Background: an optimization exercise with open tools, aiming at small area, a short achievable clock period and few clock cycles per item. Do not read the settings as production practice.
Function was not checked in any run shown here: the RTL went through the layout flow alone.

[flow/design.v]
module qg_spread_quant (
    input  wire         clk,
    input  wire         rst,
    input  wire         in_valid,
    output wire         in_ready,
    input  wire         in_first,    
    input  wire         in_blank,    
    input  wire         in_dots,     
    input  wire         in_grey3,    
    input  wire [16:0]  in_share,    
    input  wire [15:0]  in_gain,     
    input  wire [2:0]   in_lev,      
    input  wire [127:0] in_vol,      
    output reg          out_valid,
    output reg  [2:0]   out_lev,
    output reg          out_clip
);
    assign in_ready = 1'b1;
    reg         s1_valid;
    reg         s1_first, s1_blank, s1_dots, s1_grey3;
    reg [16:0]  s1_share;
    reg [15:0]  s1_gain;
    reg [2:0]   s1_lev;
    reg [111:0] s1_vol;
    always @(posedge clk) begin
        s1_valid <= in_valid && !rst;
        s1_first <= in_first;
        s1_blank <= in_blank;
        s1_dots  <= in_dots;
        s1_grey3 <= in_grey3;
        s1_share <= in_share;
        s1_gain  <= in_dots ? 16'h4000 : in_gain;
        s1_lev   <= in_lev;
        s1_vol   <= in_vol[127:16];
    end
    wire [16:0] pp [0:16];
    genvar gi;
    generate
        for (gi = 0; gi < 17; gi = gi + 1) begin : g_pp
            assign pp[gi] = {1'b0, s1_gain & {16{s1_share[gi]}}};
        end
    endgenerate
    wire [32:0] mul_a, mul_b;
    wire s1 = pp[0][13] ^ pp[1][12] ^ pp[2][11];
    wire c2 = (pp[0][13] & pp[1][12]) | (pp[0][13] & pp[2][11]) | (pp[1][12] & pp[2][11]);
    wire s3 = pp[0][14] ^ pp[1][13] ^ pp[2][12];
    wire c4 = (pp[0][14] & pp[1][13]) | (pp[0][14] & pp[2][12]) | (pp[1][13] & pp[2][12]);
    wire s5 = pp[3][11] ^ pp[4][10];
    wire c6 = pp[3][11] & pp[4][10];
    wire s7 = pp[0][15] ^ pp[1][14] ^ pp[2][13];
    wire c8 = (pp[0][15] & pp[1][14]) | (pp[0][15] & pp[2][13]) | (pp[1][14] & pp[2][13]);
    wire s9 = pp[3][12] ^ pp[4][11] ^ pp[5][10];
    wire c10 = (pp[3][12] & pp[4][11]) | (pp[3][12] & pp[5][10]) | (pp[4][11] & pp[5][10]);
    wire s11 = pp[6][9] ^ pp[7][8];
    wire c12 = pp[6][9] & pp[7][8];
    wire s13 = pp[1][15] ^ pp[2][14] ^ pp[3][13];
    wire c14 = (pp[1][15] & pp[2][14]) | (pp[1][15] & pp[3][13]) | (pp[2][14] & pp[3][13]);
    wire s15 = pp[4][12] ^ pp[5][11] ^ pp[6][10];
    wire c16 = (pp[4][12] & pp[5][11]) | (pp[4][12] & pp[6][10]) | (pp[5][11] & pp[6][10]);
    wire s17 = pp[7][9] ^ pp[8][8] ^ pp[9][7];
    wire c18 = (pp[7][9] & pp[8][8]) | (pp[7][9] & pp[9][7]) | (pp[8][8] & pp[9][7]);
    wire s19 = pp[2][15] ^ pp[3][14] ^ pp[4][13];
    wire c20 = (pp[2][15] & pp[3][14]) | (pp[2][15] & pp[4][13]) | (pp[3][14] & pp[4][13]);
    wire s21 = pp[5][12] ^ pp[6][11] ^ pp[7][10];
    wire c22 = (pp[5][12] & pp[6][11]) | (pp[5][12] & pp[7][10]) | (pp[6][11] & pp[7][10]);
    wire s23 = pp[8][9] ^ pp[9][8];
    wire c24 = pp[8][9] & pp[9][8];
    wire s25 = pp[3][15] ^ pp[4][14] ^ pp[5][13];
    wire c26 = (pp[3][15] & pp[4][14]) | (pp[3][15] & pp[5][13]) | (pp[4][14] & pp[5][13]);
    wire s27 = pp[6][12] ^ pp[7][11] ^ pp[8][10];
    wire c28 = (pp[6][12] & pp[7][11]) | (pp[6][12] & pp[8][10]) | (pp[7][11] & pp[8][10]);
    wire s29 = pp[4][15] ^ pp[5][14] ^ pp[6][13];
    wire c30 = (pp[4][15] & pp[5][14]) | (pp[4][15] & pp[6][13]) | (pp[5][14] & pp[6][13]);
    wire s31 = pp[0][9] ^ pp[1][8];
    wire c32 = pp[0][9] & pp[1][8];
    wire s33 = pp[0][10] ^ pp[1][9] ^ pp[2][8];
    wire c34 = (pp[0][10] & pp[1][9]) | (pp[0][10] & pp[2][8]) | (pp[1][9] & pp[2][8]);
    wire s35 = pp[3][7] ^ pp[4][6];
    wire c36 = pp[3][7] & pp[4][6];
    wire s37 = pp[0][11] ^ pp[1][10] ^ pp[2][9];
    wire c38 = (pp[0][11] & pp[1][10]) | (pp[0][11] & pp[2][9]) | (pp[1][10] & pp[2][9]);
    wire s39 = pp[3][8] ^ pp[4][7] ^ pp[5][6];
    wire c40 = (pp[3][8] & pp[4][7]) | (pp[3][8] & pp[5][6]) | (pp[4][7] & pp[5][6]);
    wire s41 = pp[6][5] ^ pp[7][4];
    wire c42 = pp[6][5] & pp[7][4];
    wire s43 = pp[0][12] ^ pp[1][11] ^ pp[2][10];
    wire c44 = (pp[0][12] & pp[1][11]) | (pp[0][12] & pp[2][10]) | (pp[1][11] & pp[2][10]);
    wire s45 = pp[3][9] ^ pp[4][8] ^ pp[5][7];
    wire c46 = (pp[3][9] & pp[4][8]) | (pp[3][9] & pp[5][7]) | (pp[4][8] & pp[5][7]);
    wire s47 = pp[6][6] ^ pp[7][5] ^ pp[8][4];
    wire c48 = (pp[6][6] & pp[7][5]) | (pp[6][6] & pp[8][4]) | (pp[7][5] & pp[8][4]);
    wire s49 = pp[9][3] ^ pp[10][2];
    wire c50 = pp[9][3] & pp[10][2];
    wire s51 = s1 ^ pp[3][10] ^ pp[4][9];
    wire c52 = (s1 & pp[3][10]) | (s1 & pp[4][9]) | (pp[3][10] & pp[4][9]);
    wire s53 = pp[5][8] ^ pp[6][7] ^ pp[7][6];
    wire c54 = (pp[5][8] & pp[6][7]) | (pp[5][8] & pp[7][6]) | (pp[6][7] & pp[7][6]);
    wire s55 = pp[8][5] ^ pp[9][4] ^ pp[10][3];
    wire c56 = (pp[8][5] & pp[9][4]) | (pp[8][5] & pp[10][3]) | (pp[9][4] & pp[10][3]);
    wire s57 = pp[11][2] ^ pp[12][1] ^ pp[13][0];
    wire c58 = (pp[11][2] & pp[12][1]) | (pp[11][2] & pp[13][0]) | (pp[12][1] & pp[13][0]);
    wire s59 = c2 ^ s3 ^ s5;
    wire c60 = (c2 & s3) | (c2 & s5) | (s3 & s5);
    wire s61 = pp[5][9] ^ pp[6][8] ^ pp[7][7];
    wire c62 = (pp[5][9] & pp[6][8]) | (pp[5][9] & pp[7][7]) | (pp[6][8] & pp[7][7]);
    wire s63 = pp[8][6] ^ pp[9][5] ^ pp[10][4];
    wire c64 = (pp[8][6] & pp[9][5]) | (pp[8][6] & pp[10][4]) | (pp[9][5] & pp[10][4]);
    wire s65 = pp[11][3] ^ pp[12][2] ^ pp[13][1];
    wire c66 = (pp[11][3] & pp[12][2]) | (pp[11][3] & pp[13][1]) | (pp[12][2] & pp[13][1]);
    wire s67 = c4 ^ c6 ^ s7;
    wire c68 = (c4 & c6) | (c4 & s7) | (c6 & s7);
    wire s69 = s9 ^ s11 ^ pp[8][7];
    wire c70 = (s9 & s11) | (s9 & pp[8][7]) | (s11 & pp[8][7]);
    wire s71 = pp[9][6] ^ pp[10][5] ^ pp[11][4];
    wire c72 = (pp[9][6] & pp[10][5]) | (pp[9][6] & pp[11][4]) | (pp[10][5] & pp[11][4]);
    wire s73 = pp[12][3] ^ pp[13][2] ^ pp[14][1];
    wire c74 = (pp[12][3] & pp[13][2]) | (pp[12][3] & pp[14][1]) | (pp[13][2] & pp[14][1]);
    wire s75 = c8 ^ c10 ^ c12;
    wire c76 = (c8 & c10) | (c8 & c12) | (c10 & c12);
    wire s77 = s13 ^ s15 ^ s17;
    wire c78 = (s13 & s15) | (s13 & s17) | (s15 & s17);
    wire s79 = pp[10][6] ^ pp[11][5] ^ pp[12][4];
    wire c80 = (pp[10][6] & pp[11][5]) | (pp[10][6] & pp[12][4]) | (pp[11][5] & pp[12][4]);
    wire s81 = pp[13][3] ^ pp[14][2] ^ pp[15][1];
    wire c82 = (pp[13][3] & pp[14][2]) | (pp[13][3] & pp[15][1]) | (pp[14][2] & pp[15][1]);
    wire s83 = c14 ^ c16 ^ c18;
    wire c84 = (c14 & c16) | (c14 & c18) | (c16 & c18);
    wire s85 = s19 ^ s21 ^ s23;
    wire c86 = (s19 & s21) | (s19 & s23) | (s21 & s23);
    wire s87 = pp[10][7] ^ pp[11][6] ^ pp[12][5];
    wire c88 = (pp[10][7] & pp[11][6]) | (pp[10][7] & pp[12][5]) | (pp[11][6] & pp[12][5]);
    wire s89 = pp[13][4] ^ pp[14][3] ^ pp[15][2];
    wire c90 = (pp[13][4] & pp[14][3]) | (pp[13][4] & pp[15][2]) | (pp[14][3] & pp[15][2]);
    wire s91 = c20 ^ c22 ^ c24;
    wire c92 = (c20 & c22) | (c20 & c24) | (c22 & c24);
    wire s93 = s25 ^ s27 ^ pp[9][9];
    wire c94 = (s25 & s27) | (s25 & pp[9][9]) | (s27 & pp[9][9]);
    wire s95 = pp[10][8] ^ pp[11][7] ^ pp[12][6];
    wire c96 = (pp[10][8] & pp[11][7]) | (pp[10][8] & pp[12][6]) | (pp[11][7] & pp[12][6]);
    wire s97 = pp[13][5] ^ pp[14][4] ^ pp[15][3];
    wire c98 = (pp[13][5] & pp[14][4]) | (pp[13][5] & pp[15][3]) | (pp[14][4] & pp[15][3]);
    wire s99 = c26 ^ c28 ^ s29;
    wire c100 = (c26 & c28) | (c26 & s29) | (c28 & s29);
    wire s101 = pp[7][12] ^ pp[8][11] ^ pp[9][10];
    wire c102 = (pp[7][12] & pp[8][11]) | (pp[7][12] & pp[9][10]) | (pp[8][11] & pp[9][10]);
    wire s103 = pp[10][9] ^ pp[11][8] ^ pp[12][7];
    wire c104 = (pp[10][9] & pp[11][8]) | (pp[10][9] & pp[12][7]) | (pp[11][8] & pp[12][7]);
    wire s105 = pp[13][6] ^ pp[14][5] ^ pp[15][4];
    wire c106 = (pp[13][6] & pp[14][5]) | (pp[13][6] & pp[15][4]) | (pp[14][5] & pp[15][4]);
    wire s107 = c30 ^ pp[5][15] ^ pp[6][14];
    wire c108 = (c30 & pp[5][15]) | (c30 & pp[6][14]) | (pp[5][15] & pp[6][14]);
    wire s109 = pp[7][13] ^ pp[8][12] ^ pp[9][11];
    wire c110 = (pp[7][13] & pp[8][12]) | (pp[7][13] & pp[9][11]) | (pp[8][12] & pp[9][11]);
    wire s111 = pp[10][10] ^ pp[11][9] ^ pp[12][8];
    wire c112 = (pp[10][10] & pp[11][9]) | (pp[10][10] & pp[12][8]) | (pp[11][9] & pp[12][8]);
    wire s113 = pp[13][7] ^ pp[14][6] ^ pp[15][5];
    wire c114 = (pp[13][7] & pp[14][6]) | (pp[13][7] & pp[15][5]) | (pp[14][6] & pp[15][5]);
    wire s115 = pp[6][15] ^ pp[7][14] ^ pp[8][13];
    wire c116 = (pp[6][15] & pp[7][14]) | (pp[6][15] & pp[8][13]) | (pp[7][14] & pp[8][13]);
    wire s117 = pp[9][12] ^ pp[10][11] ^ pp[11][10];
    wire c118 = (pp[9][12] & pp[10][11]) | (pp[9][12] & pp[11][10]) | (pp[10][11] & pp[11][10]);
    wire s119 = pp[12][9] ^ pp[13][8] ^ pp[14][7];
    wire c120 = (pp[12][9] & pp[13][8]) | (pp[12][9] & pp[14][7]) | (pp[13][8] & pp[14][7]);
    wire s121 = pp[7][15] ^ pp[8][14] ^ pp[9][13];
    wire c122 = (pp[7][15] & pp[8][14]) | (pp[7][15] & pp[9][13]) | (pp[8][14] & pp[9][13]);
    wire s123 = pp[10][12] ^ pp[11][11] ^ pp[12][10];
    wire c124 = (pp[10][12] & pp[11][11]) | (pp[10][12] & pp[12][10]) | (pp[11][11] & pp[12][10]);
    wire s125 = pp[8][15] ^ pp[9][14] ^ pp[10][13];
    wire c126 = (pp[8][15] & pp[9][14]) | (pp[8][15] & pp[10][13]) | (pp[9][14] & pp[10][13]);
    wire s127 = pp[0][6] ^ pp[1][5];
    wire c128 = pp[0][6] & pp[1][5];
    wire s129 = pp[0][7] ^ pp[1][6] ^ pp[2][5];
    wire c130 = (pp[0][7] & pp[1][6]) | (pp[0][7] & pp[2][5]) | (pp[1][6] & pp[2][5]);
    wire s131 = pp[3][4] ^ pp[4][3];
    wire c132 = pp[3][4] & pp[4][3];
    wire s133 = pp[0][8] ^ pp[1][7] ^ pp[2][6];
    wire c134 = (pp[0][8] & pp[1][7]) | (pp[0][8] & pp[2][6]) | (pp[1][7] & pp[2][6]);
    wire s135 = pp[3][5] ^ pp[4][4] ^ pp[5][3];
    wire c136 = (pp[3][5] & pp[4][4]) | (pp[3][5] & pp[5][3]) | (pp[4][4] & pp[5][3]);
    wire s137 = pp[6][2] ^ pp[7][1];
    wire c138 = pp[6][2] & pp[7][1];
    wire s139 = s31 ^ pp[2][7] ^ pp[3][6];
    wire c140 = (s31 & pp[2][7]) | (s31 & pp[3][6]) | (pp[2][7] & pp[3][6]);
    wire s141 = pp[4][5] ^ pp[5][4] ^ pp[6][3];
    wire c142 = (pp[4][5] & pp[5][4]) | (pp[4][5] & pp[6][3]) | (pp[5][4] & pp[6][3]);
    wire s143 = pp[7][2] ^ pp[8][1] ^ pp[9][0];
    wire c144 = (pp[7][2] & pp[8][1]) | (pp[7][2] & pp[9][0]) | (pp[8][1] & pp[9][0]);
    wire s145 = c32 ^ s33 ^ s35;
    wire c146 = (c32 & s33) | (c32 & s35) | (s33 & s35);
    wire s147 = pp[5][5] ^ pp[6][4] ^ pp[7][3];
    wire c148 = (pp[5][5] & pp[6][4]) | (pp[5][5] & pp[7][3]) | (pp[6][4] & pp[7][3]);
    wire s149 = pp[8][2] ^ pp[9][1] ^ pp[10][0];
    wire c150 = (pp[8][2] & pp[9][1]) | (pp[8][2] & pp[10][0]) | (pp[9][1] & pp[10][0]);
    wire s151 = c34 ^ c36 ^ s37;
    wire c152 = (c34 & c36) | (c34 & s37) | (c36 & s37);
    wire s153 = s39 ^ s41 ^ pp[8][3];
    wire c154 = (s39 & s41) | (s39 & pp[8][3]) | (s41 & pp[8][3]);
    wire s155 = pp[9][2] ^ pp[10][1] ^ pp[11][0];
    wire c156 = (pp[9][2] & pp[10][1]) | (pp[9][2] & pp[11][0]) | (pp[10][1] & pp[11][0]);
    wire s157 = c38 ^ c40 ^ c42;
    wire c158 = (c38 & c40) | (c38 & c42) | (c40 & c42);
    wire s159 = s43 ^ s45 ^ s47;
    wire c160 = (s43 & s45) | (s43 & s47) | (s45 & s47);
    wire s161 = s49 ^ pp[11][1] ^ pp[12][0];
    wire c162 = (s49 & pp[11][1]) | (s49 & pp[12][0]) | (pp[11][1] & pp[12][0]);
    wire s163 = c44 ^ c46 ^ c48;
    wire c164 = (c44 & c46) | (c44 & c48) | (c46 & c48);
    wire s165 = c50 ^ s51 ^ s53;
    wire c166 = (c50 & s51) | (c50 & s53) | (s51 & s53);
    wire s167 = s55 ^ s57 ^ 1'b1;
    wire c168 = (s55 & s57) | (s55 & 1'b1) | (s57 & 1'b1);
    wire s169 = c52 ^ c54 ^ c56;
    wire c170 = (c52 & c54) | (c52 & c56) | (c54 & c56);
    wire s171 = c58 ^ s59 ^ s61;
    wire c172 = (c58 & s59) | (c58 & s61) | (s59 & s61);
    wire s173 = s63 ^ s65 ^ pp[14][0];
    wire c174 = (s63 & s65) | (s63 & pp[14][0]) | (s65 & pp[14][0]);
    wire s175 = c60 ^ c62 ^ c64;
    wire c176 = (c60 & c62) | (c60 & c64) | (c62 & c64);
    wire s177 = c66 ^ s67 ^ s69;
    wire c178 = (c66 & s67) | (c66 & s69) | (s67 & s69);
    wire s179 = s71 ^ s73 ^ pp[15][0];
    wire c180 = (s71 & s73) | (s71 & pp[15][0]) | (s73 & pp[15][0]);
    wire s181 = c68 ^ c70 ^ c72;
    wire c182 = (c68 & c70) | (c68 & c72) | (c70 & c72);
    wire s183 = c74 ^ s75 ^ s77;
    wire c184 = (c74 & s75) | (c74 & s77) | (s75 & s77);
    wire s185 = s79 ^ s81 ^ pp[16][0];
    wire c186 = (s79 & s81) | (s79 & pp[16][0]) | (s81 & pp[16][0]);
    wire s187 = c76 ^ c78 ^ c80;
    wire c188 = (c76 & c78) | (c76 & c80) | (c78 & c80);
    wire s189 = c82 ^ s83 ^ s85;
    wire c190 = (c82 & s83) | (c82 & s85) | (s83 & s85);
    wire s191 = s87 ^ s89 ^ pp[16][1];
    wire c192 = (s87 & s89) | (s87 & pp[16][1]) | (s89 & pp[16][1]);
    wire s193 = c84 ^ c86 ^ c88;
    wire c194 = (c84 & c86) | (c84 & c88) | (c86 & c88);
    wire s195 = c90 ^ s91 ^ s93;
    wire c196 = (c90 & s91) | (c90 & s93) | (s91 & s93);
    wire s197 = s95 ^ s97 ^ pp[16][2];
    wire c198 = (s95 & s97) | (s95 & pp[16][2]) | (s97 & pp[16][2]);
    wire s199 = c92 ^ c94 ^ c96;
    wire c200 = (c92 & c94) | (c92 & c96) | (c94 & c96);
    wire s201 = c98 ^ s99 ^ s101;
    wire c202 = (c98 & s99) | (c98 & s101) | (s99 & s101);
    wire s203 = s103 ^ s105 ^ pp[16][3];
    wire c204 = (s103 & s105) | (s103 & pp[16][3]) | (s105 & pp[16][3]);
    wire s205 = c100 ^ c102 ^ c104;
    wire c206 = (c100 & c102) | (c100 & c104) | (c102 & c104);
    wire s207 = c106 ^ s107 ^ s109;
    wire c208 = (c106 & s107) | (c106 & s109) | (s107 & s109);
    wire s209 = s111 ^ s113 ^ pp[16][4];
    wire c210 = (s111 & s113) | (s111 & pp[16][4]) | (s113 & pp[16][4]);
    wire s211 = c108 ^ c110 ^ c112;
    wire c212 = (c108 & c110) | (c108 & c112) | (c110 & c112);
    wire s213 = c114 ^ s115 ^ s117;
    wire c214 = (c114 & s115) | (c114 & s117) | (s115 & s117);
    wire s215 = s119 ^ pp[15][6] ^ pp[16][5];
    wire c216 = (s119 & pp[15][6]) | (s119 & pp[16][5]) | (pp[15][6] & pp[16][5]);
    wire s217 = c116 ^ c118 ^ c120;
    wire c218 = (c116 & c118) | (c116 & c120) | (c118 & c120);
    wire s219 = s121 ^ s123 ^ pp[13][9];
    wire c220 = (s121 & s123) | (s121 & pp[13][9]) | (s123 & pp[13][9]);
    wire s221 = pp[14][8] ^ pp[15][7] ^ pp[16][6];
    wire c222 = (pp[14][8] & pp[15][7]) | (pp[14][8] & pp[16][6]) | (pp[15][7] & pp[16][6]);
    wire s223 = c122 ^ c124 ^ s125;
    wire c224 = (c122 & c124) | (c122 & s125) | (c124 & s125);
    wire s225 = pp[11][12] ^ pp[12][11] ^ pp[13][10];
    wire c226 = (pp[11][12] & pp[12][11]) | (pp[11][12] & pp[13][10]) | (pp[12][11] & pp[13][10]);
    wire s227 = pp[14][9] ^ pp[15][8] ^ pp[16][7];
    wire c228 = (pp[14][9] & pp[15][8]) | (pp[14][9] & pp[16][7]) | (pp[15][8] & pp[16][7]);
    wire s229 = c126 ^ pp[9][15] ^ pp[10][14];
    wire c230 = (c126 & pp[9][15]) | (c126 & pp[10][14]) | (pp[9][15] & pp[10][14]);
    wire s231 = pp[11][13] ^ pp[12][12] ^ pp[13][11];
    wire c232 = (pp[11][13] & pp[12][12]) | (pp[11][13] & pp[13][11]) | (pp[12][12] & pp[13][11]);
    wire s233 = pp[14][10] ^ pp[15][9] ^ pp[16][8];
    wire c234 = (pp[14][10] & pp[15][9]) | (pp[14][10] & pp[16][8]) | (pp[15][9] & pp[16][8]);
    wire s235 = pp[10][15] ^ pp[11][14] ^ pp[12][13];
    wire c236 = (pp[10][15] & pp[11][14]) | (pp[10][15] & pp[12][13]) | (pp[11][14] & pp[12][13]);
    wire s237 = pp[13][12] ^ pp[14][11] ^ pp[15][10];
    wire c238 = (pp[13][12] & pp[14][11]) | (pp[13][12] & pp[15][10]) | (pp[14][11] & pp[15][10]);
    wire s239 = pp[11][15] ^ pp[12][14] ^ pp[13][13];
    wire c240 = (pp[11][15] & pp[12][14]) | (pp[11][15] & pp[13][13]) | (pp[12][14] & pp[13][13]);
    wire s241 = pp[0][4] ^ pp[1][3];
    wire c242 = pp[0][4] & pp[1][3];
    wire s243 = pp[0][5] ^ pp[1][4] ^ pp[2][3];
    wire c244 = (pp[0][5] & pp[1][4]) | (pp[0][5] & pp[2][3]) | (pp[1][4] & pp[2][3]);
    wire s245 = pp[3][2] ^ pp[4][1];
    wire c246 = pp[3][2] & pp[4][1];
    wire s247 = s127 ^ pp[2][4] ^ pp[3][3];
    wire c248 = (s127 & pp[2][4]) | (s127 & pp[3][3]) | (pp[2][4] & pp[3][3]);
    wire s249 = pp[4][2] ^ pp[5][1] ^ pp[6][0];
    wire c250 = (pp[4][2] & pp[5][1]) | (pp[4][2] & pp[6][0]) | (pp[5][1] & pp[6][0]);
    wire s251 = c128 ^ s129 ^ s131;
    wire c252 = (c128 & s129) | (c128 & s131) | (s129 & s131);
    wire s253 = pp[5][2] ^ pp[6][1] ^ pp[7][0];
    wire c254 = (pp[5][2] & pp[6][1]) | (pp[5][2] & pp[7][0]) | (pp[6][1] & pp[7][0]);
    wire s255 = c130 ^ c132 ^ s133;
    wire c256 = (c130 & c132) | (c130 & s133) | (c132 & s133);
    wire s257 = s135 ^ s137 ^ pp[8][0];
    wire c258 = (s135 & s137) | (s135 & pp[8][0]) | (s137 & pp[8][0]);
    wire s259 = c134 ^ c136 ^ c138;
    wire c260 = (c134 & c136) | (c134 & c138) | (c136 & c138);
    wire s261 = s139 ^ s141 ^ s143;
    wire c262 = (s139 & s141) | (s139 & s143) | (s141 & s143);
    wire s263 = c140 ^ c142 ^ c144;
    wire c264 = (c140 & c142) | (c140 & c144) | (c142 & c144);
    wire s265 = s145 ^ s147 ^ s149;
    wire c266 = (s145 & s147) | (s145 & s149) | (s147 & s149);
    wire s267 = c146 ^ c148 ^ c150;
    wire c268 = (c146 & c148) | (c146 & c150) | (c148 & c150);
    wire s269 = s151 ^ s153 ^ s155;
    wire c270 = (s151 & s153) | (s151 & s155) | (s153 & s155);
    wire s271 = c152 ^ c154 ^ c156;
    wire c272 = (c152 & c154) | (c152 & c156) | (c154 & c156);
    wire s273 = s157 ^ s159 ^ s161;
    wire c274 = (s157 & s159) | (s157 & s161) | (s159 & s161);
    wire s275 = c158 ^ c160 ^ c162;
    wire c276 = (c158 & c160) | (c158 & c162) | (c160 & c162);
    wire s277 = s163 ^ s165 ^ s167;
    wire c278 = (s163 & s165) | (s163 & s167) | (s165 & s167);
    wire s279 = c164 ^ c166 ^ c168;
    wire c280 = (c164 & c166) | (c164 & c168) | (c166 & c168);
    wire s281 = s169 ^ s171 ^ s173;
    wire c282 = (s169 & s171) | (s169 & s173) | (s171 & s173);
    wire s283 = c170 ^ c172 ^ c174;
    wire c284 = (c170 & c172) | (c170 & c174) | (c172 & c174);
    wire s285 = s175 ^ s177 ^ s179;
    wire c286 = (s175 & s177) | (s175 & s179) | (s177 & s179);
    wire s287 = c176 ^ c178 ^ c180;
    wire c288 = (c176 & c178) | (c176 & c180) | (c178 & c180);
    wire s289 = s181 ^ s183 ^ s185;
    wire c290 = (s181 & s183) | (s181 & s185) | (s183 & s185);
    wire s291 = c182 ^ c184 ^ c186;
    wire c292 = (c182 & c184) | (c182 & c186) | (c184 & c186);
    wire s293 = s187 ^ s189 ^ s191;
    wire c294 = (s187 & s189) | (s187 & s191) | (s189 & s191);
    wire s295 = c188 ^ c190 ^ c192;
    wire c296 = (c188 & c190) | (c188 & c192) | (c190 & c192);
    wire s297 = s193 ^ s195 ^ s197;
    wire c298 = (s193 & s195) | (s193 & s197) | (s195 & s197);
    wire s299 = c194 ^ c196 ^ c198;
    wire c300 = (c194 & c196) | (c194 & c198) | (c196 & c198);
    wire s301 = s199 ^ s201 ^ s203;
    wire c302 = (s199 & s201) | (s199 & s203) | (s201 & s203);
    wire s303 = c200 ^ c202 ^ c204;
    wire c304 = (c200 & c202) | (c200 & c204) | (c202 & c204);
    wire s305 = s205 ^ s207 ^ s209;
    wire c306 = (s205 & s207) | (s205 & s209) | (s207 & s209);
    wire s307 = c206 ^ c208 ^ c210;
    wire c308 = (c206 & c208) | (c206 & c210) | (c208 & c210);
    wire s309 = s211 ^ s213 ^ s215;
    wire c310 = (s211 & s213) | (s211 & s215) | (s213 & s215);
    wire s311 = c212 ^ c214 ^ c216;
    wire c312 = (c212 & c214) | (c212 & c216) | (c214 & c216);
    wire s313 = s217 ^ s219 ^ s221;
    wire c314 = (s217 & s219) | (s217 & s221) | (s219 & s221);
    wire s315 = c218 ^ c220 ^ c222;
    wire c316 = (c218 & c220) | (c218 & c222) | (c220 & c222);
    wire s317 = s223 ^ s225 ^ s227;
    wire c318 = (s223 & s225) | (s223 & s227) | (s225 & s227);
    wire s319 = c224 ^ c226 ^ c228;
    wire c320 = (c224 & c226) | (c224 & c228) | (c226 & c228);
    wire s321 = s229 ^ s231 ^ s233;
    wire c322 = (s229 & s231) | (s229 & s233) | (s231 & s233);
    wire s323 = c230 ^ c232 ^ c234;
    wire c324 = (c230 & c232) | (c230 & c234) | (c232 & c234);
    wire s325 = s235 ^ s237 ^ pp[16][9];
    wire c326 = (s235 & s237) | (s235 & pp[16][9]) | (s237 & pp[16][9]);
    wire s327 = c236 ^ c238 ^ s239;
    wire c328 = (c236 & c238) | (c236 & s239) | (c238 & s239);
    wire s329 = pp[14][12] ^ pp[15][11] ^ pp[16][10];
    wire c330 = (pp[14][12] & pp[15][11]) | (pp[14][12] & pp[16][10]) | (pp[15][11] & pp[16][10]);
    wire s331 = c240 ^ pp[12][15] ^ pp[13][14];
    wire c332 = (c240 & pp[12][15]) | (c240 & pp[13][14]) | (pp[12][15] & pp[13][14]);
    wire s333 = pp[14][13] ^ pp[15][12] ^ pp[16][11];
    wire c334 = (pp[14][13] & pp[15][12]) | (pp[14][13] & pp[16][11]) | (pp[15][12] & pp[16][11]);
    wire s335 = pp[13][15] ^ pp[14][14] ^ pp[15][13];
    wire c336 = (pp[13][15] & pp[14][14]) | (pp[13][15] & pp[15][13]) | (pp[14][14] & pp[15][13]);
    wire s337 = pp[0][3] ^ pp[1][2];
    wire c338 = pp[0][3] & pp[1][2];
    wire s339 = s241 ^ pp[2][2] ^ pp[3][1];
    wire c340 = (s241 & pp[2][2]) | (s241 & pp[3][1]) | (pp[2][2] & pp[3][1]);
    wire s341 = c242 ^ s243 ^ s245;
    wire c342 = (c242 & s243) | (c242 & s245) | (s243 & s245);
    wire s343 = c244 ^ c246 ^ s247;
    wire c344 = (c244 & c246) | (c244 & s247) | (c246 & s247);
    wire s345 = c248 ^ c250 ^ s251;
    wire c346 = (c248 & c250) | (c248 & s251) | (c250 & s251);
    wire s347 = c252 ^ c254 ^ s255;
    wire c348 = (c252 & c254) | (c252 & s255) | (c254 & s255);
    wire s349 = c256 ^ c258 ^ s259;
    wire c350 = (c256 & c258) | (c256 & s259) | (c258 & s259);
    wire s351 = c260 ^ c262 ^ s263;
    wire c352 = (c260 & c262) | (c260 & s263) | (c262 & s263);
    wire s353 = c264 ^ c266 ^ s267;
    wire c354 = (c264 & c266) | (c264 & s267) | (c266 & s267);
    wire s355 = c268 ^ c270 ^ s271;
    wire c356 = (c268 & c270) | (c268 & s271) | (c270 & s271);
    wire s357 = c272 ^ c274 ^ s275;
    wire c358 = (c272 & c274) | (c272 & s275) | (c274 & s275);
    wire s359 = c276 ^ c278 ^ s279;
    wire c360 = (c276 & c278) | (c276 & s279) | (c278 & s279);
    wire s361 = c280 ^ c282 ^ s283;
    wire c362 = (c280 & c282) | (c280 & s283) | (c282 & s283);
    wire s363 = c284 ^ c286 ^ s287;
    wire c364 = (c284 & c286) | (c284 & s287) | (c286 & s287);
    wire s365 = c288 ^ c290 ^ s291;
    wire c366 = (c288 & c290) | (c288 & s291) | (c290 & s291);
    wire s367 = c292 ^ c294 ^ s295;
    wire c368 = (c292 & c294) | (c292 & s295) | (c294 & s295);
    wire s369 = c296 ^ c298 ^ s299;
    wire c370 = (c296 & c298) | (c296 & s299) | (c298 & s299);
    wire s371 = c300 ^ c302 ^ s303;
    wire c372 = (c300 & c302) | (c300 & s303) | (c302 & s303);
    wire s373 = c304 ^ c306 ^ s307;
    wire c374 = (c304 & c306) | (c304 & s307) | (c306 & s307);
    wire s375 = c308 ^ c310 ^ s311;
    wire c376 = (c308 & c310) | (c308 & s311) | (c310 & s311);
    wire s377 = c312 ^ c314 ^ s315;
    wire c378 = (c312 & c314) | (c312 & s315) | (c314 & s315);
    wire s379 = c316 ^ c318 ^ s319;
    wire c380 = (c316 & c318) | (c316 & s319) | (c318 & s319);
    wire s381 = c320 ^ c322 ^ s323;
    wire c382 = (c320 & c322) | (c320 & s323) | (c322 & s323);
    wire s383 = c324 ^ c326 ^ s327;
    wire c384 = (c324 & c326) | (c324 & s327) | (c326 & s327);
    wire s385 = c328 ^ c330 ^ s331;
    wire c386 = (c328 & c330) | (c328 & s331) | (c330 & s331);
    wire s387 = c332 ^ c334 ^ s335;
    wire c388 = (c332 & c334) | (c332 & s335) | (c334 & s335);
    wire s389 = c336 ^ pp[14][15] ^ pp[15][14];
    wire c390 = (c336 & pp[14][15]) | (c336 & pp[15][14]) | (pp[14][15] & pp[15][14]);
    wire s391 = pp[0][2] ^ pp[1][1];
    wire c392 = pp[0][2] & pp[1][1];
    wire s393 = s337 ^ pp[2][1] ^ pp[3][0];
    wire c394 = (s337 & pp[2][1]) | (s337 & pp[3][0]) | (pp[2][1] & pp[3][0]);
    wire s395 = c338 ^ s339 ^ pp[4][0];
    wire c396 = (c338 & s339) | (c338 & pp[4][0]) | (s339 & pp[4][0]);
    wire s397 = c340 ^ s341 ^ pp[5][0];
    wire c398 = (c340 & s341) | (c340 & pp[5][0]) | (s341 & pp[5][0]);
    wire s399 = c342 ^ s343 ^ s249;
    wire c400 = (c342 & s343) | (c342 & s249) | (s343 & s249);
    wire s401 = c344 ^ s345 ^ s253;
    wire c402 = (c344 & s345) | (c344 & s253) | (s345 & s253);
    wire s403 = c346 ^ s347 ^ s257;
    wire c404 = (c346 & s347) | (c346 & s257) | (s347 & s257);
    wire s405 = c348 ^ s349 ^ s261;
    wire c406 = (c348 & s349) | (c348 & s261) | (s349 & s261);
    wire s407 = c350 ^ s351 ^ s265;
    wire c408 = (c350 & s351) | (c350 & s265) | (s351 & s265);
    wire s409 = c352 ^ s353 ^ s269;
    wire c410 = (c352 & s353) | (c352 & s269) | (s353 & s269);
    wire s411 = c354 ^ s355 ^ s273;
    wire c412 = (c354 & s355) | (c354 & s273) | (s355 & s273);
    wire s413 = c356 ^ s357 ^ s277;
    wire c414 = (c356 & s357) | (c356 & s277) | (s357 & s277);
    wire s415 = c358 ^ s359 ^ s281;
    wire c416 = (c358 & s359) | (c358 & s281) | (s359 & s281);
    wire s417 = c360 ^ s361 ^ s285;
    wire c418 = (c360 & s361) | (c360 & s285) | (s361 & s285);
    wire s419 = c362 ^ s363 ^ s289;
    wire c420 = (c362 & s363) | (c362 & s289) | (s363 & s289);
    wire s421 = c364 ^ s365 ^ s293;
    wire c422 = (c364 & s365) | (c364 & s293) | (s365 & s293);
    wire s423 = c366 ^ s367 ^ s297;
    wire c424 = (c366 & s367) | (c366 & s297) | (s367 & s297);
    wire s425 = c368 ^ s369 ^ s301;
    wire c426 = (c368 & s369) | (c368 & s301) | (s369 & s301);
    wire s427 = c370 ^ s371 ^ s305;
    wire c428 = (c370 & s371) | (c370 & s305) | (s371 & s305);
    wire s429 = c372 ^ s373 ^ s309;
    wire c430 = (c372 & s373) | (c372 & s309) | (s373 & s309);
    wire s431 = c374 ^ s375 ^ s313;
    wire c432 = (c374 & s375) | (c374 & s313) | (s375 & s313);
    wire s433 = c376 ^ s377 ^ s317;
    wire c434 = (c376 & s377) | (c376 & s317) | (s377 & s317);
    wire s435 = c378 ^ s379 ^ s321;
    wire c436 = (c378 & s379) | (c378 & s321) | (s379 & s321);
    wire s437 = c380 ^ s381 ^ s325;
    wire c438 = (c380 & s381) | (c380 & s325) | (s381 & s325);
    wire s439 = c382 ^ s383 ^ s329;
    wire c440 = (c382 & s383) | (c382 & s329) | (s383 & s329);
    wire s441 = c384 ^ s385 ^ s333;
    wire c442 = (c384 & s385) | (c384 & s333) | (s385 & s333);
    wire s443 = c386 ^ s387 ^ pp[16][12];
    wire c444 = (c386 & s387) | (c386 & pp[16][12]) | (s387 & pp[16][12]);
    wire s445 = c388 ^ s389 ^ pp[16][13];
    wire c446 = (c388 & s389) | (c388 & pp[16][13]) | (s389 & pp[16][13]);
    wire s447 = c390 ^ pp[15][15] ^ pp[16][14];
    wire c448 = (c390 & pp[15][15]) | (c390 & pp[16][14]) | (pp[15][15] & pp[16][14]);
    assign mul_a = {1'b0, c448, c446, c444, c442, c440, c438, c436, c434, c432, c430, c428, c426, c424, c422, c420, c418, c416, c414, c412, c410, c408, c406, c404, c402, c400, c398, c396, c394, c392, s391, pp[0][1], pp[0][0]};
    assign mul_b = {1'b0, pp[16][15], s447, s445, s443, s441, s439, s437, s435, s433, s431, s429, s427, s425, s423, s421, s419, s417, s415, s413, s411, s409, s407, s405, s403, s401, s399, s397, s395, s393, pp[2][0], pp[1][0], 1'b0};
    wire [32:0] prod = mul_a + mul_b;             
    wire        sat  = !s1_dots && (|prod[32:30]);
    wire [16:0] a    = sat ? 17'h0ffff : prod[30:14];
    wire [15:0] v1 [0:7];
    assign v1[0] = 16'd0;
    generate
        for (gi = 1; gi < 8; gi = gi + 1) begin : g_v1
            assign v1[gi] = s1_vol[16*gi-16 +: 16];
        end
    endgenerate
    wire [15:0] own_vol = v1[s1_lev];
    wire [17:0] base    = own_vol + a;
    reg         s2_valid;
    reg         s2_first, s2_blank, s2_grey3;
    reg [17:0]  s2_base;
    reg [111:0] s2_vol;
    always @(posedge clk) begin
        s2_valid <= s1_valid && !rst;
        s2_first <= s1_first;
        s2_blank <= s1_blank;
        s2_grey3 <= s1_grey3;
        s2_base  <= base;
        s2_vol   <= s1_vol;
    end
    wire [15:0] v [0:8];
    assign v[0] = 16'd0;
    assign v[8] = 16'd0;
    generate
        for (gi = 1; gi < 8; gi = gi + 1) begin : g_v2
            assign v[gi] = s2_vol[16*gi-16 +: 16];
        end
    endgenerate
    reg  [15:0] err_q;
    wire [15:0] err_in = s2_first ? 16'd0 : err_q;
    wire [18:0] want   = {1'b0, s2_base} + {{3{err_in[15]}}, err_in};
    wire        neg    = want[18];
    wire        big    = !neg && (|want[17:16]);
    wire [8:0] below;
    assign below[0] = 1'b1;
    assign below[8] = 1'b0;
    generate
        for (gi = 1; gi < 8; gi = gi + 1) begin : g_below
            assign below[gi] = (gi < 4 || s2_grey3) && !neg && (big || want[15:0] > v[gi]);
        end
    endgenerate
    wire clip = s2_grey3 ? below[7] : below[3];
    wire [7:0] at_m;
    wire [2:0] canon [0:7];
    assign canon[0] = 3'd0;
    generate
        for (gi = 0; gi < 8; gi = gi + 1) begin : g_m
            assign at_m[gi] = below[gi] && !below[gi+1];
            if (gi > 0) begin : g_c
                assign canon[gi] = (v[gi] == v[gi-1]) ? canon[gi-1] : gi;
            end
        end
    endgenerate
    reg [15:0] v_lo, v_hi;
    reg [2:0]  lev_lo;
    integer l;
    always @(*) begin
        v_lo = 16'd0; v_hi = 16'd0; lev_lo = 3'd0;
        for (l = 0; l < 8; l = l + 1) begin
            v_lo   = v_lo   | ({16{at_m[l]}} & v[l]);
            v_hi   = v_hi   | ({16{at_m[l]}} & v[l+1]);
            lev_lo = lev_lo | ({3{at_m[l]}} & canon[l]);
        end
    end
    wire [2:0] lev_hi = {at_m[6] | at_m[5] | at_m[4] | at_m[3],
                         at_m[6] | at_m[5] | at_m[2] | at_m[1],
                         at_m[6] | at_m[4] | at_m[2] | at_m[0]};
    wire [17:0] d_lo = want[17:0] - {2'd0, v_lo};    
    wire [17:0] d_hi = want[17:0] - {2'd0, v_hi};    
    wire [17:0] d_sum = d_lo + d_hi;
    wire        up   = !clip && !d_sum[17] && (|d_sum);
    wire [2:0]  best    = up ? lev_hi : lev_lo;
    wire [15:0] err_new = (clip || neg) ? 16'd0 : (up ? d_hi[15:0] : d_lo[15:0]);
    always @(posedge clk) begin
        out_valid <= s2_valid && !rst;
        if (s2_valid) begin
            if (s2_blank) begin
                err_q    <= err_in;
                out_lev  <= 3'd0;
                out_clip <= 1'b0;
            end else begin
                err_q    <= err_new;
                out_lev  <= best;
                out_clip <= clip;
            end
        end
    end
endmodule
[flow/run.sh]
#!/bin/bash
# synth_recipe.tcl (not shown) runs the flow's synth.tcl, then flattens the netlist and writes it again
# the make line also repeats each setting of config.mk as NAME=value (left out here)
make -C /OpenROAD-flow-scripts/flow DESIGN_CONFIG=/design/flow/config.mk WORK_HOME=/design/flow/orfs CLKGATE_MAP_FILE= SYNTH_SCRIPT=/design/flow/synth_recipe.tcl finish
[flow/config.mk]
export PLATFORM = sky130hd
export DESIGN_NAME = qg_spread_quant
export DESIGN_NICKNAME = qg_spread_quant
export VERILOG_FILES = /design/flow/design.v
export SDC_FILE = /design/flow/constraint.sdc
export NUM_CORES = 4
export LEC_CHECK = 0
export ABC_AREA = 1
export CAP_MARGIN = 20
export CORE_MARGIN = 2
export CORE_UTILIZATION = 40
export PLACE_DENSITY = 0.6
export SLEW_MARGIN = 20
[flow/constraint.sdc]
create_clock -name core_clock -period 36.0 [get_ports {clk}]
set_input_delay 7.2000 -clock core_clock [delete_from_list [all_inputs] [get_ports {clk}]]
set_output_delay 7.2000 -clock core_clock [all_outputs]
set_load 0.01 [all_outputs]
==> results of run 1 <==
==> worst paths after layout <==
kind / start / endpoint / slack [ns] / depth (start not counted)
setup reg to reg: s2_first$_DFF_P_ / out_lev[0]$_SDFFCE_PP0P_ / 25.26 / 52
hold / removal: s1_blank$_DFF_P_ / s2_blank$_DFF_P_ / 0.33 / 0
setup / recovery: s2_first$_DFF_P_ / out_lev[0]$_SDFFCE_PP0P_ / 25.26 / 52
hold reg to reg: s1_blank$_DFF_P_ / s2_blank$_DFF_P_ / 0.33 / 0
==> worst reg2reg max path: cells and delay by family (launching register included) <==
family,cells,cell delay (ns)
AND/OR/NAND/NOR,37,5.46
AO/OA/AOI/OAI,6,1.66
adder cells (fa/ha/maj),4,1.63
flip-flops,1,0.76
buffers and inverters,3,0.69
XOR/XNOR,2,0.26
==> metrics by stage <==
stage	setup slack (ns)	hold slack (ns)	area (um^2)	utilization
floorplan	28.21	0.310	27000	-
global placement	25.52	0.313	29400	0.439
detailed placement	25.53	0.315	29400	0.439
CTS	25.46	0.328	30600	0.458
global route	24.31	0.330	30600	0.458
finish	25.26	0.325	30600	0.458
==> synthesized netlist by cell type (all sizes together), types with 2 or more instances <==
master / instances / area (um^2)
nand2: 985 / 3740
inv: 841 / 3160
dfxtp: 288 / 5770
ha: 240 / 3000
nor2: 230 / 888
fa: 214 / 4280
a21oi: 182 / 911
nand3: 130 / 708
o21ai: 85 / 425
nand4: 79 / 494
clkbuf: 78 / 293
xor2: 71 / 622
xnor2: 47 / 412
nor3: 34 / 181
o2111ai: 26 / 228
buf: 25 / 176
o221ai: 25 / 219
edfxtp: 20 / 601
a221oi: 19 / 166
a22oi: 11 / 82.6
a31oi: 11 / 68.8
o21a: 10 / 75.1
nor4: 8 / 50.1
a21o: 7 / 52.6
nand3b: 7 / 52.6
o22ai: 7 / 43.8
a21boi: 6 / 45.0
o21bai: 6 / 48.8
and2: 5 / 31.3
o211ai: 5 / 37.5
a211oi: 3 / 22.5
or2: 3 / 18.8
and3: 2 / 12.5
o31ai: 2 / 15.0
==> logic make-up after synthesis <==
family,count (synthesis),share of synthesized area
AND/OR/NAND/NOR,1485,0.229
buffers and inverters,944,0.134
adder cells (fa/ha/maj),454,0.270
AO/OA/AOI/OAI,408,0.0915
flip-flops,308,0.236
XOR/XNOR,118,0.0383
other,1,0.000139
==> final cells by class <==
type                       instances  area [um^2]  share of cell area
inverter                         841         3160               0.103
clock inverter                    21          221             0.00723
multi-input combinational       2466        17000               0.555
clock buffer                      46         1010              0.0330
timing repair buffer             183         1770              0.0578
sequential                       308         6370               0.208
tap                              873         1090              0.0356
antenna                            1         2.50           0.0000817
==> per-layer routing <==
layer  vias up  routed length [um]  GRT usage
li1      11800                   -          -
met1     11200               36400      0.320
met2       853               40200      0.424
met3       182                6000     0.0351
met4         0                3960      0.110
met5         -                   0          0
==> state kept, by name, summed over array words and instances (netlist names), 3 cells and up <==
name and count:
s1_share 17, s1_lev 3, s2_base 18, s1_gain 16, s1_vol 112, err_q 16
out_lev 3, s2_vol 112
==> run notes, run 1 <==
DRC violations left=0; CTS resizes=0; Final nets=~4,500; Post-Syn Instances=~3,700; fin. max-slew vios=0; H-tree Lvls=2; clk latency of the worst-skew pair=between 0.5 and 0.6 ns; Worst Skew=roughly 0.027 ns; Post-CTS Setup Bufs=0; asr flop ratio synth=0; Tmin final=around 11 ns; Crit Path Category=reg -> reg; largest net degree at the start of global routing=29; Die Y=approximately 260 um; Syn Area/Cell=around 7.3 um^2; Initial Util=0.403; share of cells above drive strength 1=0.0347; slew margin rel.=0.278; Cell Rows=95; clock slew at the register clock pins of the worst setup and hold paths=around 0.050 ns; grt ovf=0; I/O pins=around 180; commonest non-fill, non-tap cell in the layout=nand2_1; Synth Flop Type=dfxtp_1; setup TNS=0 ns; final std cells w/o fill=4,739; DRT iter0 DRCs=1,874; gpl congestion=a little under 1; outcome=no timing/DRC/antenna violations; Synth Register Bits=between 300 and 400; Syn-to-layout area delta=13.6%; area of the die=just under 0.07 mm^2; Final Hold Fails=0; Startpoint Class=register; DPL Wire Length=70,200 um; Synth Net Count=approximately 4,300; remaining antenna violation count=0; crit-path leading delay family=simple AND/OR/NAND/NOR gates; Bufs and invs on worst path=3; iteration count of the initial detailed-routing pass=6; max_cap viols=0; final setup fails=0; Hold Path Class=reg -> reg; max incr delay on CP=roughly 0.76 ns; number of vias per cell=slightly above 5; wire length per cell=between 15 and 20 um; hold_buf cts=0; CTS tree=built; RSZ-0062 raised after global routing=no; sequential area share after synthesis=0.236; Placed Cells=between 4,000 and 5,000; clk root buf=clkbuf_16; synthesized cell area=roughly 0.027 mm^2; first-pass GRT wire length=between 100,000 and 150,000 um; vias in the first global route=approximately 24,000; worst-case clock buffer depth=3; fin crit share=0.298; Worst Tran Pin Value=~1.1 ns; Port Buf Inserts=approximately 160; Core ar.=0.0669 mm^2; Fillers=6,875; top library cells by usage in the layout, fill and taps aside=nand2_1 (971), inv_1 (835), dfxtp_1 (287); # clock sinks=between 300 and 400; critical path's most frequent cell=nand2_1; CP max-delay cell=dfxtp_1; gr usage total=0.251; Total Routed Length=around 87,000 um; yosys warns=1; crit-path max FO=21; worst path required time=36.29 ns; fmax=a little over 90 MHz; Post-synth EDFFs=20; Chip Width=roughly 260 um; CTS buffer count=37; routed vias=24,000; Worst Path Arrival=11.03 ns; Crit. End Element=register; Netlist cell types=55; initial antenna violation count=2
==> run 2, diff against run 1 <==
--- a/flow/design.v
+++ b/flow/design.v
@@ -506,3 +506,3 @@
     reg         s2_valid;
-    reg         s2_first, s2_blank, s2_grey3;
+    reg         s2_blank, s2_grey3;
     reg [17:0]  s2_base;
@@ -511,3 +511,2 @@
         s2_valid <= s1_valid && !rst;
-        s2_first <= s1_first;
         s2_blank <= s1_blank;
@@ -526,3 +525,3 @@
     reg  [15:0] err_q;
-    wire [15:0] err_in = s2_first ? 16'd0 : err_q;
+    wire [15:0] err_in = err_q;
     wire [18:0] want   = {1'b0, s2_base} + {{3{err_in[15]}}, err_in};
@@ -572,12 +571,9 @@
         out_valid <= s2_valid && !rst;
+        if (s1_valid && s1_first)
+            err_q <= 16'd0;
+        else if (s2_valid && !s2_blank)
+            err_q <= err_new;
         if (s2_valid) begin
-            if (s2_blank) begin
-                err_q    <= err_in;
-                out_lev  <= 3'd0;
-                out_clip <= 1'b0;
-            end else begin
-                err_q    <= err_new;
-                out_lev  <= best;
-                out_clip <= clip;
-            end
+            out_lev  <= s2_blank ? 3'd0 : best;
+            out_clip <= !s2_blank && clip;
         end
==> run 2 against run 1 <==
Net effect:
- area after synthesis is 1.7% lower
- via count fell by 2.0%
- sequential share of layout area is 0.20 points lower
- hold slack gained 0.0052 ns
- synthesized cell count down 2.7%
- clock skew is 0.0018 ns lower
- critical path type unchanged
==> run notes, run 2 <==
outcome=no timing/DRC/antenna violations; gpl congestion=0.993 (+1.0%); CP max-delay cell=xor2_1; Final nets=4,358 (-2.3%); number of vias per cell=5.08 (+0.50%); # clock sinks=307 (-0.32%); clock slew at the register clock pins of the worst setup and hold paths=0.06 ns (about the same); Fillers=6,746 (-1.9%); clk latency of the worst-skew pair=0.57 ns (about the same); final core utilization=0.457 (-0.000724); iteration count of the initial detailed-routing pass=6 (unchanged); Initial Util=0.403 (about the same); max_cap viols=0 (unchanged); worst-case clock buffer depth=3 (unchanged); Startpoint Class=register; grt ovf=0 (unchanged); Worst Skew=0.0253 ns (-0.00175 ns); top library cells by usage in the layout, fill and taps aside=nand2_1 (923), inv_1 (798), dfxtp_1 (303); fin. max-slew vios=0 (unchanged); Syn Area/Cell=7.33 um^2 (+1.1%); final std cells w/o fill=4,621 (-2.5%); first-pass GRT wire length=134,000 um (-1.2%); share of cells above drive strength 1=0.0365 (+0.00180); Port Buf Inserts=159 (unchanged); setup TNS=0 ns (unchanged); top cells by count, synth=nand2_1 (923), inv_1 (798), dfxtp_1 (303), ha_1 (240), fa_1 (214); clk root buf=clkbuf_16; Post-CTS Setup Bufs=0 (unchanged); fraction of post-synthesis cell area in the top cell type by area=0.229 (+0.0149); Antenna Cells=0 (-1); Total Routed Length=87,200 um (+0.77%); vias in the first global route=23,000 (-4.7%); asr flop ratio synth=0 (unchanged); Final Hold Fails=0 (unchanged); CTS tree=built; worst path required time=36.32 ns (+0.03 ns); slew margin rel.=0.223 (-0.0550); routed vias=23,500 (-2.0%); DRT iter0 DRCs=2,067 (+10%); R2R Setup Slk=26.03 ns (+0.77 ns); critical path's most frequent cell=nand2_1; WHS Endpoint=s2_grey3$_DFF_P_; Cell Rows=94 (-1.1%); initial antenna violation count=0 (-2); CTS resizes=0 (unchanged); DPL Wire Length=70,200 um (+0.10%); WHS Path Cells=0 (unchanged); most frequent cell after synthesis=nand2_1; Crit. End Element=register; final setup fails=0 (unchanged); wire length per cell=18.9 um (+3.3%); Syn-to-layout area delta=13.3%; Tmin final=9.97 ns (-0.766 ns); Chip Width=262 um (-0.82%); largest area contributor in the netlist=dfxtp_1; CTS buffer count=35 (-5.4%); ranking of synthesized cells by area=dfxtp_1 (23%), fa_1 (16%), nand2_1 (13%), ha_1 (11%), inv_1 (11%); Die Y=262 um (-0.82%); Bufs and invs on worst path=3 (unchanged); hold_sp=s1_grey3$_DFF_P_; Post-synth EDFFs=4 (-80%); R2R Path Start=err_q[0]$_SDFFE_PP0P_; fmax=100 MHz (+7.7%); area of the die=0.0684 mm^2 (-1.6%); yosys warns=1 (unchanged); Synth Register Bits=307 (-0.32%); DRC violations left=0 (unchanged); largest net degree at the start of global routing=29 (unchanged); RSZ-0062 raised after global routing=no; H-tree Lvls=2 (unchanged); sequential area share after synthesis=0.233 (-0.00280); Worst Path Arrival=10.29 ns (-0.74 ns); reg2reg end=out_lev[1]$_SDFFCE_PP0P_; Synth Net Count=4,243 (-2.3%); I/O pins=177 (unchanged); Worst Tran Pin Value=1.16 ns (+0.0822 ns); Synth Flop Type=dfxtp_1; crit-path leading delay family=simple AND/OR/NAND/NOR gates; synthesized cell area=0.0265 mm^2 (-1.7%); Worst Reg2Reg Path Length in Cells=47 (-9.6%); Netlist cell types=57 (+3.6%); crit-path max FO=25 (+19%); Placed Cells=4,560 (-2.4%); remaining antenna violation count=0 (unchanged); Core ar.=0.0657 mm^2 (-1.8%); gr usage total=0.259 (+0.00830); commonest non-fill, non-tap cell in the layout=nand2_1; top flop regs=s1_vol (112), s2_vol (112), s2_base (18); Hold Path Class=reg -> reg; hold_buf cts=0 (unchanged); fin crit share=0.277 (-0.0213); Crit Path Category=reg -> reg; max incr delay on CP=0.91 ns (+0.15 ns); Post-Syn Instances=3,618 (-2.7%)
run 2: changes by cell type after synthesis, moves of 16 or more:
cell      change
nand2_1      -48
inv_1        -37
nand4_1      -17
nor2_1       -43
edfxtp_1     -16
o21ai_0      -17
a21oi_1      +25
run 2: cell type report:
| cell class | instances | area [um^2] | share of cell area |
|---|---|---|---|
| Multi-Input combinational cell | 2400 | 16900 | 0.561 |
| Timing Repair Buffer | 178 | 1730 | 0.0577 |
| Clock inverter | 18 | 189 | 0.00629 |
| Clock buffer | 43 | 956 | 0.0318 |
| Sequential cell | 307 | 6190 | 0.206 |
| Inverter | 811 | 3050 | 0.101 |
| Tap cell | 864 | 1080 | 0.0360 |
run 2: routing by layer:
layer,share of wire,track usage
met5,0,0
met4,0.040,0.104
met3,0.075,0.0350
met2,0.45,0.425
met1,0.44,0.346
run 2: worst max path at each step:
stage                           from                       end  depth (start not counted)
2_1_floorplan                in_dots    s1_gain[10]$_SDFF_PP0_                          2
3_3_place_gp   err_q[0]$_SDFFE_PP0P_  out_lev[1]$_SDFFCE_PP0P_                         47
3_5_place_dp   err_q[0]$_SDFFE_PP0P_  out_lev[1]$_SDFFCE_PP0P_                         47
4_1_cts        err_q[0]$_SDFFE_PP0P_  out_lev[1]$_SDFFCE_PP0P_                         47
5_1_grt        err_q[0]$_SDFFE_PP0P_  out_lev[1]$_SDFFCE_PP0P_                         46
6_report       err_q[0]$_SDFFE_PP0P_  out_lev[1]$_SDFFCE_PP0P_                         47
run 2: metrics by stage:
stage                     instance area, um^2  hold WS (ns)  setup slack, ns
after floorplan                         26500         0.310            28.36
after global placement                  28900         0.312            26.32
after detailed placement                28900         0.322            26.35
after CTS                               30100         0.337            26.29
after global routing                    30100         0.345            25.37
final                                   30100         0.330            26.03
run 2: cells by family (layout without fill, tap and decap cells):
| family | after synthesis | in the layout | share of synthesized area |
|---|---|---|---|
| AO/OA/AOI/OAI | 439 | 439 | 0.101 |
| XOR/XNOR | 111 | 111 | 0.0367 |
| adder cells (fa/ha/maj) | 454 | 454 | 0.275 |
| buffers and inverters | 911 | 1050 | 0.133 |
| flip-flops | 307 | 307 | 0.233 |
| other | 1 | 1 | 0.000141 |
| AND/OR/NAND/NOR | 1395 | 1395 | 0.222 |
run 2: worst register-to-register path: cells and delay by family (launching register included):
kind,cells,cell delay [ns]
flip-flops,1,0.42
AND/OR/NAND/NOR,28,3.92
adder cells (fa/ha/maj),5,1.75
buffers and inverters,3,0.55
XOR/XNOR,2,1.18
AO/OA/AOI/OAI,9,1.89
==> run 3, diff against run 2 <==
--- a/flow/design.v
+++ b/flow/design.v
@@ -563,8 +563,13 @@
                          at_m[6] | at_m[4] | at_m[2] | at_m[0]};
-    wire [17:0] d_lo = want[17:0] - {2'd0, v_lo};    
-    wire [17:0] d_hi = want[17:0] - {2'd0, v_hi};    
-    wire [17:0] d_sum = d_lo + d_hi;
-    wire        up   = !clip && !d_sum[17] && (|d_sum);
+    wire [15:0] d_lo = want[15:0] - v_lo;             
+    wire [15:0] d_hi = want[15:0] - v_hi;             
+    wire [18:0] up_x = {want[17:0], 1'b0};
+    wire [18:0] up_y = {3'b111, ~v_lo};
+    wire [18:0] up_z = {3'b111, ~v_hi};
+    wire [18:0] up_s = up_x ^ up_y ^ up_z;
+    wire [18:0] up_c = (up_x & up_y) | (up_x & up_z) | (up_y & up_z);
+    wire [18:0] up_t = up_s + {up_c[17:0], 1'b1};
+    wire        up   = !clip && !neg && !up_t[18];
     wire [2:0]  best    = up ? lev_hi : lev_lo;
-    wire [15:0] err_new = (clip || neg) ? 16'd0 : (up ? d_hi[15:0] : d_lo[15:0]);
+    wire [15:0] err_new = (clip || neg) ? 16'd0 : (up ? d_hi : d_lo);
     always @(posedge clk) begin
==> run 3 against run 2 <==
Net effect:
- still clean
- critical path depth up 14
- clock skew up 0.0028 ns
- highest routed layer is now met5
- utilization up 0.47 points
- final area down 3.1%
- non-clock buffer count up 11
- cell count down 7.5%
==> run notes, run 3 <==
Fillers=6,471 (-4.1%); Final Hold Fails=0 (unchanged); reg2reg end=err_q[12]$_SDFFE_PP0P_; I/O pins=177 (unchanged); Syn-to-layout area delta=14.2%; Worst Reg2Reg Path Length in Cells=61 (+30%); hold_buf cts=0 (unchanged); ranking of synthesized cells by area=dfxtp_1 (24%), fa_1 (18%), inv_1 (11%), ha_1 (11%), nand2_1 (9.9%); Initial Util=0.404 (+0.000918); Worst Skew=0.0281 ns (+0.00281 ns); fin. max-slew vios=0 (unchanged); top cells by count, synth=inv_1 (763), nand2_1 (671), dfxtp_1 (303), fa_1 (227), ha_1 (227); gr usage total=0.250 (-0.00903); crit-path max FO=20 (-20%); Critical Path Source=err_q[0]$_SDFFE_PP0P_; Antenna Cells=0 (unchanged); Syn Area/Cell=7.79 um^2 (+6.3%); max_cap viols=0 (unchanged); Post-Syn Instances=3,274 (-9.5%); Crit. End Element=register; met2 WL=35,900 um (-8.6%); wl on met1=35,500 um (-6.3%); final setup fails=0 (unchanged); fraction of post-synthesis cell area in the top cell type by area=0.238 (+0.00912); RSZ-0062 raised after global routing=no; Total Routed Length=81,800 um (-6.2%); gpl congestion=0.974 (-1.9%); Synth Register Bits=307 (unchanged); CP max-delay cell=nor4_1; Final nets=4,027 (-7.6%); Netlist cell types=77 (+35%); setup TNS=0 ns (unchanged); Synth Flop Type=dfxtp_1; most frequent cell after synthesis=inv_1; Hold Path Class=reg -> reg; critical path's most frequent cell=nand2_1; Crit Path Category=reg -> reg; worst-case clock buffer depth=3 (unchanged); Worst Tran Pin Value=0.934 ns (-0.227 ns); WP depth=61 (+30%); clk root buf=clkbuf_16; Bufs and invs on worst path=7 (+4); max incr delay on CP=0.70 ns (-0.21 ns); Placement Cell Area=0.0279 mm^2 (-3.4%); asr flop ratio synth=0 (unchanged); CTS buffer count=37 (+5.7%); Top Metal Used=met5; clk latency of the worst-skew pair=0.56 ns (about the same); initial antenna violation count=3 (+3); largest area contributor in the netlist=dfxtp_1; Tmin final=11.33 ns (+1.36 ns); critical path endpoint=err_q[12]$_SDFFE_PP0P_; top flop regs=s1_vol (112), s2_vol (112), s2_base (18); wire length per cell=19.1 um (+1.4%); Cell Rows=92 (-2.1%); Port Buf Inserts=159 (unchanged); vias in the first global route=21,100 (-8.0%); Post-CTS Setup Bufs=0 (unchanged); largest net degree at the start of global routing=29 (unchanged); Post-synth EDFFs=4 (unchanged); area of the die=0.0658 mm^2 (-3.8%); Chip Width=257 um (-1.9%); DPL Wire Length=65,300 um (-7.0%); grt ovf=0 (unchanged); fin area=0.0291 mm^2 (-3.1%); number of vias per cell=5.05 (-0.57%); Synth Net Count=3,899 (-8.1%); share of cells above drive strength 1=0.0583 (+0.0219); clock slew at the register clock pins of the worst setup and hold paths=0.06 ns (about the same); worst path required time=36.49 ns (+0.17 ns); CTS tree=built; crit-path leading delay family=simple AND/OR/NAND/NOR gates; Startpoint Class=register; iteration count of the initial detailed-routing pass=7 (+1); area taken by multi-input logic gates=0.0159 mm^2 (-5.5%); met3 wire len=7220 um (+11%); fmax=88.3 MHz (-12%); CTS resizes=0 (unchanged); top library cells by usage in the layout, fill and taps aside=inv_1 (763), nand2_1 (671), dfxtp_1 (303); sequential area share after synthesis=0.243 (+0.00930); commonest non-fill, non-tap cell in the layout=inv_1; Worst Path Arrival=11.82 ns (+1.53 ns); outcome=no timing/DRC/antenna violations; synthesized cell area=0.0255 mm^2 (-3.8%); routed vias=21,600 (-8.0%); H-tree Lvls=2 (unchanged); first-pass GRT wire length=126,000 um (-6.2%); Core ar.=0.0631 mm^2 (-4.1%); DRT iter0 DRCs=1,768 (-14%); # clock sinks=307 (unchanged); R2R Path Start=err_q[0]$_SDFFE_PP0P_; R2R Setup Slk=24.67 ns (-1.36 ns); DRC violations left=0 (unchanged); slew margin rel.=0.376 (+0.153); yosys warns=1 (unchanged); Seq. cell area=0.00619 mm^2 (unchanged); Die Y=257 um (-1.9%); fin crit share=0.315 (+0.0378); remaining antenna violation count=0 (unchanged)
## run 3: worst reg2reg max path: cells and delay by family (launching register included)
family | cells | cell delay (ns)
AOI/OAI and AO/OA | 9 | 1.51
buffers and inverters | 7 | 1.56
and+or+nand+nor | 38 | 5.22
DFF | 1 | 0.33
adders and majority gates | 6 | 2.27
xor gates and xnor gates | 1 | 0.34
## run 3: area by class of cell
class,count,share of cell area
clock inverters,14,0.00537
flip-flops and latches,307,0.212
repair buffers,189,0.0624
inverters,778,0.101
well taps,846,0.0363
multi-input cells,2089,0.547
clock buffers,52,0.0362
## run 3: worst min path at each step
stage,depth (start not counted),end,start,slack [ns]
2_1_floorplan,0,s2_blank$_DFF_P_,s1_blank$_DFF_P_,0.31
3_3_place_gp,0,s2_grey3$_DFF_P_,s1_grey3$_DFF_P_,0.31
3_5_place_dp,0,s2_grey3$_DFF_P_,s1_grey3$_DFF_P_,0.32
4_1_cts,0,s2_vol[106]$_DFF_P_,s1_vol[106]$_DFF_P_,0.34
5_1_grt,0,s2_blank$_DFF_P_,s1_blank$_DFF_P_,0.34
6_report,0,s2_blank$_DFF_P_,s1_blank$_DFF_P_,0.34
## run 3: through the flow
| stage | setup slack (ns) | cells | utilization | hold WS (ns) |
|---|---|---|---|---|
| 5_1_grt | 23.62 | 4275 | 0.462 | 0.342 |
| 3_5_place_dp | 24.93 | 4209 | 0.443 | 0.323 |
| 6_report | 24.67 | 4275 | 0.462 | 0.335 |
| 2_1_floorplan | 28.13 | 3274 | - | 0.310 |
| 3_3_place_gp | 24.94 | 4209 | 0.443 | 0.312 |
| 4_1_cts | 24.88 | 4275 | 0.462 | 0.339 |
## run 3: logic make-up (layout without fill, tap and decap cells)
group	after synthesis	in the layout	share of synthesized area
other cells	1	1	0.000147
buf+inv	878	1033	0.134
compound gates	450	450	0.112
mux	4	4	0.00157
simple gates	1086	1086	0.188
fa+ha+maj	454	454	0.290
xor+xnor	94	94	0.0323
flops	307	307	0.243
## run 3: per-layer routing
metal  global-route usage  up-vias
li1                     -    10400
met1                0.340    10100
met2                0.398      899
met3               0.0478      154
met4               0.0893        4
met5                    0        -

==> afterwards: timing with drivers on the ports <==
Ports are ideal in the flow. The routed layouts listed here were re-timed in OpenROAD.
Step 1, drivers: a clkbuf_16 drives clk and a buf_2 each remaining input, both assumed.
Step 2 times the ports against the registers' clock, not the clock port: input delays grow and output delays shrink by t, the midpoint of the rising clock arrivals with the driver on.
Three values: ideal, step 1, step 2; two values: the first two.
run | t (ns) | slack for setup (ns) | worst hold slack (ns) | pins driven straight from the clock port
run 1 | 0.626 | 25.264 / 25.264 / 25.264 | 0.325 / 0.325 / 0.325 | 1
run 2 | 0.615 | 26.030 / 26.030 / 26.030 | 0.330 / 0.330 / 0.330 | 1
run 3 | 0.609 | 24.670 / 24.670 / 24.670 | 0.335 / 0.335 / 0.335 | 1
After both steps setup and hold are still met in every run listed.
